Context: an optimization exercise on an open-source flow, tuned for small area, a short achievable clock period and few clock cycles. The choices shown serve that exercise and are no tape-out recipe.
Where RTL was checked, it was by simulation tests only, not by an equivalence proof against the original.
Power is estimated from default activity; no workload was simulated.

==> run H <==
Design mac_seq_tile, start of the top module:
module mac_seq_tile (
    input  wire        clk,
    input  wire        rst,
    input  wire        start,
    input  wire        a_signed,
    input  wire        b_signed,
    input  wire [30:0] ag0_cfg,
    input  wire [30:0] ag1_cfg,
    output wire        busy,
    output reg         done,
    output wire [5:0]  i_addr,
    input  wire [31:0] i_rdata,
    output wire [7:0]  x_addr,
    output wire        x_we,
    output wire [15:0] x_wdata,
    input  wire [15:0] x_rdata,
    output wire [7:0]  y_addr,
    output wire        y_we,
    output wire [15:0] y_wdata,
    input  wire [15:0] y_rdata,
    output reg  [39:0] acc,
    output reg  [15:0] out,
    output reg  [3:0]  bx,
    output reg         ovf,
    output reg         fault,
    output reg  [1:0]  fault_code,
    output reg  [5:0]  pc
);
    localparam [1:0] F_NONE = 2'd0, F_ILLEGAL = 2'd1, F_NESTED = 2'd2;
    reg        busy_r;
    reg        run;           
    reg        first;         
    reg        fin;           
    reg        fin_halt;
    reg [5:0]  fpc;           
    reg [5:0]  ppc;           
    reg        pvalid;        
    reg        use_hold;      
    reg [18:0] hold;          
    reg        px_same, py_same;    
    reg        jc_v;          
    reg [5:0]  jc_a, jc_t;
    reg [15:0] k0, k1, xr, yr;
    reg [3:0]  det;
    reg        lp_active;
    reg [5:0]  lp_start;
    reg [5:0]  lp_end;
    reg [9:0]  lp_left;
    wire       lp_wrap = (lp_start > lp_end);
    reg [7:0]  xa_r, ya_r;    
    reg        xwe_r, ywe_r;
    reg [15:0] xwd_r, ywd_r;  
    reg        xb_v, yb_v;    
    reg [7:0]  xb_a, yb_a;
    reg [15:0] xb_d, yb_d;
    assign busy    = busy_r;
    assign i_addr  = fpc;
    assign x_addr  = xa_r;
    assign y_addr  = ya_r;
    assign x_we    = xwe_r;
    assign y_we    = ywe_r;
    assign x_wdata = xwd_r;
    assign y_wdata = ywd_r;
    wire accept = start && !busy_r;
    wire [31:0] ins = use_hold ? {1'b0, hold[18:16], hold[15:0], 12'd0} : i_rdata;
    wire [3:0]  op  = ins[31:28];
    wire        i_fx = ins[27], i_fy = ins[26];
    wire        i_a0 = ins[23], i_a1 = ins[22];
    wire [15:0] imm = ins[15:0];
    wire is_arith = !op[3] && !(op[2] && (op[1] || op[0]));
    wire is_ldk0  = (op == 4'h8);
    wire is_ldk1  = (op == 4'h9);
    wire is_loop  = (op == 4'hA);
  ...
==> module mac_agen, before the edit <==
module mac_agen (
    input  wire        clk,
    input  wire        rst,
    input  wire [30:0] cfg,
    input  wire        clear,      
    input  wire        init,       
    input  wire        adv,        
    output wire        ready,      
    output wire        ready_nx,   
    output wire [7:0]  addr_cur,   
    output wire [7:0]  addr_nxt,   
    output wire [7:0]  base_in     
);
    reg [8:0] lm1_r;
    reg [3:0] s_r;        
    reg [8:0] sp;         
    reg       rdy;
    reg       chk;        
    reg [3:0] cnt;
    reg       sbit;
    reg [8:0] off;
    reg [7:0] acur;
    assign ready    = rdy;
    assign base_in  = cfg[7:0];
    assign addr_cur = acur;
    wire [8:0] step_in = cfg[17:9];
    wire [8:0] lm1_in  = cfg[26:18];
    wire [3:0] rb_in   = cfg[30:27];
    wire [10:0] nl = {2'b11, ~lm1_r};
    wire [10:0] csub;
    mac_add #(11) u_chk (.a({2'b00, sp}), .b(nl), .ci(1'b0), .s(csub));
    wire fast = csub[10];
    reg        rdy2;
    reg [10:0] spl;       
    assign ready_nx = rdy2;
    wire [9:0]  dt = {sp, sbit};
    wire [10:0] dsub;
    mac_add #(11) u_div (.a({1'b0, dt}), .b(nl), .ci(1'b0), .s(dsub));
    wire [3:0]  cm1 = cnt - 4'd1;
    always @(posedge clk) begin
        if (rst) begin
            lm1_r <= 9'd0;
            s_r   <= 4'd0;
            sp    <= 9'd0;
            rdy   <= 1'b0;
            chk   <= 1'b0;
            cnt   <= 4'd0;
            sbit  <= 1'b0;
        end else if (clear) begin
            rdy <= 1'b0;
            chk <= 1'b0;
        end else if (init) begin
            lm1_r <= lm1_in;
            s_r   <= (rb_in > 4'd9) ? 4'd0 : 4'd9 - rb_in;
            sp    <= step_in;
            chk   <= 1'b1;
        end else if (chk) begin
            chk <= 1'b0;
            if (fast) begin
                rdy <= 1'b1;
            end else begin
                sp   <= 9'd0;
                cnt  <= 4'd8;
                sbit <= step_in[8];
            end
        end else if (!rdy) begin
            sp   <= dsub[10] ? dt[8:0] : dsub[8:0];
            sbit <= (cnt != 4'd0) ? step_in[cm1] : 1'b0;
            cnt  <= cnt - 4'd1;
            if (cnt == 4'd0)
                rdy <= 1'b1;
        end
    end
    reg  [8:0]  offn;
    reg  [7:0]  aadv;
    wire [8:0]  src = adv ? offn : off;
    wire [9:0]  t;
    mac_add #(10) u_t (.a({1'b0, src}), .b({1'b0, sp}), .ci(1'b0), .s(t));
    wire [10:0] tsub;
    mac_add #(11) u_ts (.a({2'b00, src}), .b(spl), .ci(1'b0), .s(tsub));
    wire [8:0]  nxt = tsub[10] ? t[8:0] : tsub[8:0];
    always @(posedge clk) begin
        spl <= csub;
        if (rst || clear)
            rdy2 <= 1'b0;
        else
            rdy2 <= chk ? fast : rdy;
    end
    wire [8:0] r9    = {nxt[0], nxt[1], nxt[2], nxt[3], nxt[4], nxt[5], nxt[6], nxt[7], nxt[8]};
    wire [8:0] lowm  = 9'h1ff >> s_r;
    wire [8:0] rv    = (r9 >> s_r) | (nxt & ~lowm);
    wire [7:0] anxt;
    mac_add #(8) u_a (.a(base_in), .b(rv[7:0]), .ci(1'b0), .s(anxt));
    always @(posedge clk) begin
        if (rst || clear)
            off <= 9'd0;
        else if (adv)
            off <= offn;
    end
    always @(posedge clk) begin
        offn <= nxt;
        aadv <= anxt;
    end
    always @(posedge clk) begin
        if (rst)
            acur <= 8'd0;
        else if (init)
            acur <= base_in;
        else if (adv)
            acur <= aadv;
    end
    assign addr_nxt = adv ? aadv : acur;
endmodule
Settings: LEC_CHECK=0, CAP_MARGIN=20, CORE_MARGIN=2, CORE_UTILIZATION=40, SLEW_MARGIN=20; clock period 20.0 ns.
standard.sh (not shown) runs the stock make flow with config.mk's settings and CLKGATE_MAP_FILE= SYNTH_SCRIPT=/design/flow/synth_recipe.tcl, a recipe that flattens the netlist after the stock synthesis.
==> flow/flow/run.sh <==
#!/bin/bash
# The standard layout (the standard flow's synthesis, floorplan, placement, CTS and routing),
# with two changes to how the layout is made:
#  - repair_timing is asked for 13.5 ns more setup slack than the clock period
#    needs, so that the tools size the critical paths for speed;
#  - the port buffers are buf_2 cells (the standard flow picks clkdlybuf4s50_1,
#    a delay cell). Every input and output port still gets its buffer.
# The design, its synthesis, clock and constraints are the standard flow's; each run's
# output goes to its own log.
set -euo pipefail
bash standard.sh synth > synth.log 2>&1
bash standard.sh SETUP_SLACK_MARGIN=13.5 TNS_END_PERCENT=20 \
    "BUFFER_PORTS_ARGS=-buffer_cell sky130_fd_sc_hd__buf_2" finish > layout.log 2>&1
==> run E: changes against run H <==
--- a/flow/design.v
+++ b/flow/design.v
@@ -28,10 +28,12 @@
     wire [3:0] rb_in   = cfg[30:27];
     wire [10:0] nl = {2'b11, ~lm1_r};
     wire [10:0] csub;
     mac_add #(11) u_chk (.a({2'b00, sp}), .b(nl), .ci(1'b0), .s(csub));
     wire fast = csub[10];
+    wire [10:0] csub2 = csub + nl;
+    wire fast2 = csub2[10];
     reg        rdy2;
     reg [10:0] spl;       
     assign ready_nx = rdy2;
     wire [9:0]  dt = {sp, sbit};
     wire [10:0] dsub;
@@ -56,10 +58,13 @@
             chk   <= 1'b1;
         end else if (chk) begin
             chk <= 1'b0;
             if (fast) begin
                 rdy <= 1'b1;
+            end else if (fast2) begin
+                sp  <= csub[8:0];
+                rdy <= 1'b1;
             end else begin
                 sp   <= 9'd0;
                 cnt  <= 4'd8;
                 sbit <= step_in[8];
             end
==> flow/flow/run.sh (replaced) <==
#!/bin/bash
# The standard layout (the standard flow's synthesis, floorplan, placement, CTS and routing),
# with two changes to how the layout is made:
#  - repair_timing is asked for 14 ns more setup slack than the clock period
#    needs, so that the tools size the critical paths for speed;
#  - the port buffers are buf_2 cells (the standard flow picks clkdlybuf4s50_1,
#    a delay cell). Every input and output port still gets its buffer.
# The design, its synthesis, clock and constraints are the standard flow's; each run's
# output goes to its own log.
set -euo pipefail
bash standard.sh synth > synth.log 2>&1
bash standard.sh SETUP_SLACK_MARGIN=14 TNS_END_PERCENT=20 \
    "BUFFER_PORTS_ARGS=-buffer_cell sky130_fd_sc_hd__buf_2" finish > layout.log 2>&1
SYNTH_HIERARCHICAL = 1   (was not set)
==> run M: changes against run H <==
--- a/flow/design.v
+++ b/flow/design.v
@@ -268,16 +268,14 @@
     wire is_ill   = (op == 4'h5) || (op == 4'h6) || (op == 4'h7) || (op == 4'hD) || (op == 4'hE);
     reg        e_valid, e_wx, e_wy;
     reg [7:0]  e_xa, e_ya;
     wire x_force = xb_v && e_valid && e_wx;
     wire y_force = yb_v && e_valid && e_wy;
-    wire skip_x = px_same;
-    wire skip_y = py_same;
     wire rdy0n, rdy1n;
     wire pact  = busy_r && run && pvalid;    
     wire stall = pact && is_arith &&
-                 ((i_fx && !skip_x && x_force) || (i_fy && !skip_y && y_force) ||
+                 ((i_fx && x_force) || (i_fy && y_force) ||
                   (i_a0 && (first || !rdy0n)) || (i_a1 && (first || !rdy1n)));
     wire exec  = pact && !stall;
     wire [5:0] e_new     = imm[15:10];
     wire       loop_nest = is_loop && lp_active;
     wire       loop_ill  = is_loop && !lp_active && (e_new == ppc);
@@ -323,10 +321,12 @@
     wire       p_cnt   = exec && counts && at_end;
     wire       f_jc    = jc_v && (fpc == jc_a);
     wire [5:0] fpc_seq = f_jc ? jc_t : p_loop ? f_c : p_cnt ? f_b : f_a;
     wire ending = exec && finish;
     wire jump   = exec && is_jmp && (fpc != tgt);    
+    wire skip_x = px_same;
+    wire skip_y = py_same;
     wire need_x = exec && is_arith && i_fx && !skip_x;
     wire need_y = exec && is_arith && i_fy && !skip_y;
     reg        d_valid, d_arith, d_ldk0, d_ldk1, d_bxclr, d_end, d_halt;
     reg        d_mul, d_mac, d_msu, d_clr;
     reg        d_xskip, d_yskip;
@@ -350,11 +350,11 @@
     reg        r_bxclr, r_end, r_halt;
     reg        r_xskip, r_yskip;
     reg [7:0]  r_xa, r_ya;
     reg        e_wr, e_sat;
     reg [4:0]  e_p;
-    reg        e_mul, e_msu, e_mac;
+    reg        e_mul, e_msu, e_mac, e_clr;
     reg        e_bxclr, e_end, e_halt;
     reg [16:0] e_a, e_b;
     reg        w_oused, w_bxclr;
     reg        ov_n;          
     wire [15:0] o_comb;
@@ -384,11 +384,11 @@
             2'b01:   opb = k0;
             2'b10:   opb = k1;
             default: opb = xr_new;
         endcase
     end
-    wire [16:0] opa_x = r_clr ? 17'd0 : {a_signed & opa[15], opa};
+    wire [16:0] opa_x = {a_signed & opa[15], opa};
     wire [16:0] opb_x = {b_signed & opb[15], opb} ^ {17{r_msu}};
     wire        x_new  = e_valid && e_wx;
     wire        x_cand = xb_v || x_new;
     wire        x_sch  = x_cand && !need_x;
     wire [7:0]  x_ca   = xb_v ? xb_a : e_xa;
@@ -406,11 +406,11 @@
         d_ldk0  <= is_ldk0;
         d_ldk1  <= is_ldk1;
         d_bxclr <= is_bxclr;
         d_end   <= finish;
         d_halt  <= is_halt;
-        d_mul   <= is_arith && (op[2:0] == 3'd1 || op[2:0] == 3'd2 || op[2:0] == 3'd3 || op[2:0] == 3'd4);
+        d_mul   <= is_arith && (op[2:0] == 3'd1 || op[2:0] == 3'd2 || op[2:0] == 3'd3);
         d_mac   <= is_arith && (op[2:0] == 3'd2 || op[2:0] == 3'd3);
         d_msu   <= is_arith && (op[2:0] == 3'd3);
         d_clr   <= is_arith && (op[2:0] == 3'd4);
         d_xskip <= skip_x;
         d_yskip <= skip_y;
@@ -442,10 +442,11 @@
         e_p     <= r_p;
         e_sat   <= r_sat;
         e_mul   <= r_mul;
         e_mac   <= r_mac;
         e_msu   <= r_msu;
+        e_clr   <= r_clr;
         e_bxclr <= r_bxclr;
         e_end   <= r_end;
         e_halt  <= r_halt;
         e_xa    <= r_xa;
         e_ya    <= r_ya;
@@ -587,12 +588,15 @@
             xb_v  <= x_sch ? (xb_v && x_new) : x_cand;
             yb_v  <= y_sch ? (yb_v && y_new) : y_cand;
             w_oused <= e_valid && (e_wx || e_wy || e_wr);
             w_bxclr <= e_valid && e_bxclr;
             if (e_valid) begin
-                if (e_mul)
+                if (e_mul) begin
                     acc <= msum[39:0];
+                end else if (e_clr) begin
+                    acc <= 40'd0;
+                end
                 if (e_wr)
                     out <= o_comb;
             end
             ov_n <= e_valid && e_mul && acc_ovf;
             if (e_valid && e_bxclr)
==> flow/flow/run.sh (replaced) <==
#!/bin/bash
# The standard layout (the standard flow's synthesis, floorplan, placement, CTS and routing),
# with two changes to how the layout is made:
#  - repair_timing is asked for 14 ns more setup slack than the clock period
#    needs, so that the tools size the critical paths for speed;
#  - the port buffers are buf_4 cells (the standard flow picks clkdlybuf4s50_1,
#    a delay cell). Every input and output port still gets its buffer.
# The design, its synthesis, clock and constraints are the standard flow's; each run's
# output goes to its own log.
set -euo pipefail
bash standard.sh synth > synth.log 2>&1
bash standard.sh SETUP_SLACK_MARGIN=14 TNS_END_PERCENT=20 \
    "BUFFER_PORTS_ARGS=-buffer_cell sky130_fd_sc_hd__buf_4" finish > layout.log 2>&1
==> qor summary <==
	run M	run H	run E
Run status	finished clean	finished clean	finished clean
Area share of xor/xnor cells in the synthesized design	4.58%	4.54%	-
Share of cell area taken by multi-input logic gates	55.8%	57.7%	58.8%
Type of the worst setup path	flip-flop to flip-flop	input port to flip-flop	input port to flip-flop
Wirelength per Cell	21.7 um	20.8 um	20.6 um
Total clock buffers created by CTS	72	70	70
Finished layout cell area	51500 um2	48800 um2	52700 um2
Resized Gates After CTS	163	61	126
Layout area overhead	18.5%	12.5%	14.0%
Global routing met2 resource utilization	43.0%	40.9%	39.1%
Vertical extent of the die	334 um	333 um	344 um
Min Hold Slack	0.324 ns	0.324 ns	0.321 ns
Cell area after synthesis	43500 um2	43400 um2	46200 um2
Layout Utilization	48.0%	45.5%	46.0%
Transition at the pin with the smallest max-transition slack	1.27 ns	1.11 ns	1.20 ns
Startpoint of the worst setup timing path	e_b[8]$_DFF_P_	i_rdata[22]	rst
Starting density of the core	40.5%	40.4%	40.3%
Clock net power	0.00149 W	0.00132 W	0.00137 W
Portion of synthesized cell area occupied by the leading cell type	25.8%	25.8%	-
Routed length on met1	58600 um	56600 um	63200 um
Count of vias placed by the detailed router	36754	35939	39077
Buffers plus inverters on the worst setup path	6	1	3
Share of total power in sequential cells	31.7%	30.6%	20.1%
Well Taps	1403	1403	1512
Overall power after layout	0.00452 W	0.00475 W	0.00735 W
Testbench counts of run E, summed over its fixed seeds: cycles 37,440.
Function not checked in run H and run M: the RTL went through the layout flow alone.

-- what the ideal ports hide --
In the flow no input, the clock included, has a driving cell. The finished layouts below were timed again as built, in two steps.
Step 1: set_driving_cell puts a clkbuf_16 on clk and a buf_2 on each other input, an assumption about the parent block.
Step 2 adds t to the input delays and takes it off the output delays; t is the mean of the earliest and latest rising clock arrival at the registers after step 1. Input paths then give back, and output paths get back, about the clock's delay inside the block.
Three values: ideal ports, drivers, drivers and shift; two values: the first two.
| run | t, ns | setup WS [ns] | worst setup path after step 2 | worst slew at a driven data input, ns |
|---|---|---|---|---|
| run H | 0.683 | 13.469 / 13.511 / 12.828 | input to register | 0.12 |
| run E | 0.706 | 13.973 / 13.995 / 13.295 | input to register | 0.19 |
| run M | 0.706 | 13.670 / 13.670 / 13.211 | input to register | 0.17 |
After both steps setup and hold are still met in every run listed. For run E, which loses most, drivers alone change the setup slack by +0.022 ns; drivers and shift together by -0.678 ns.
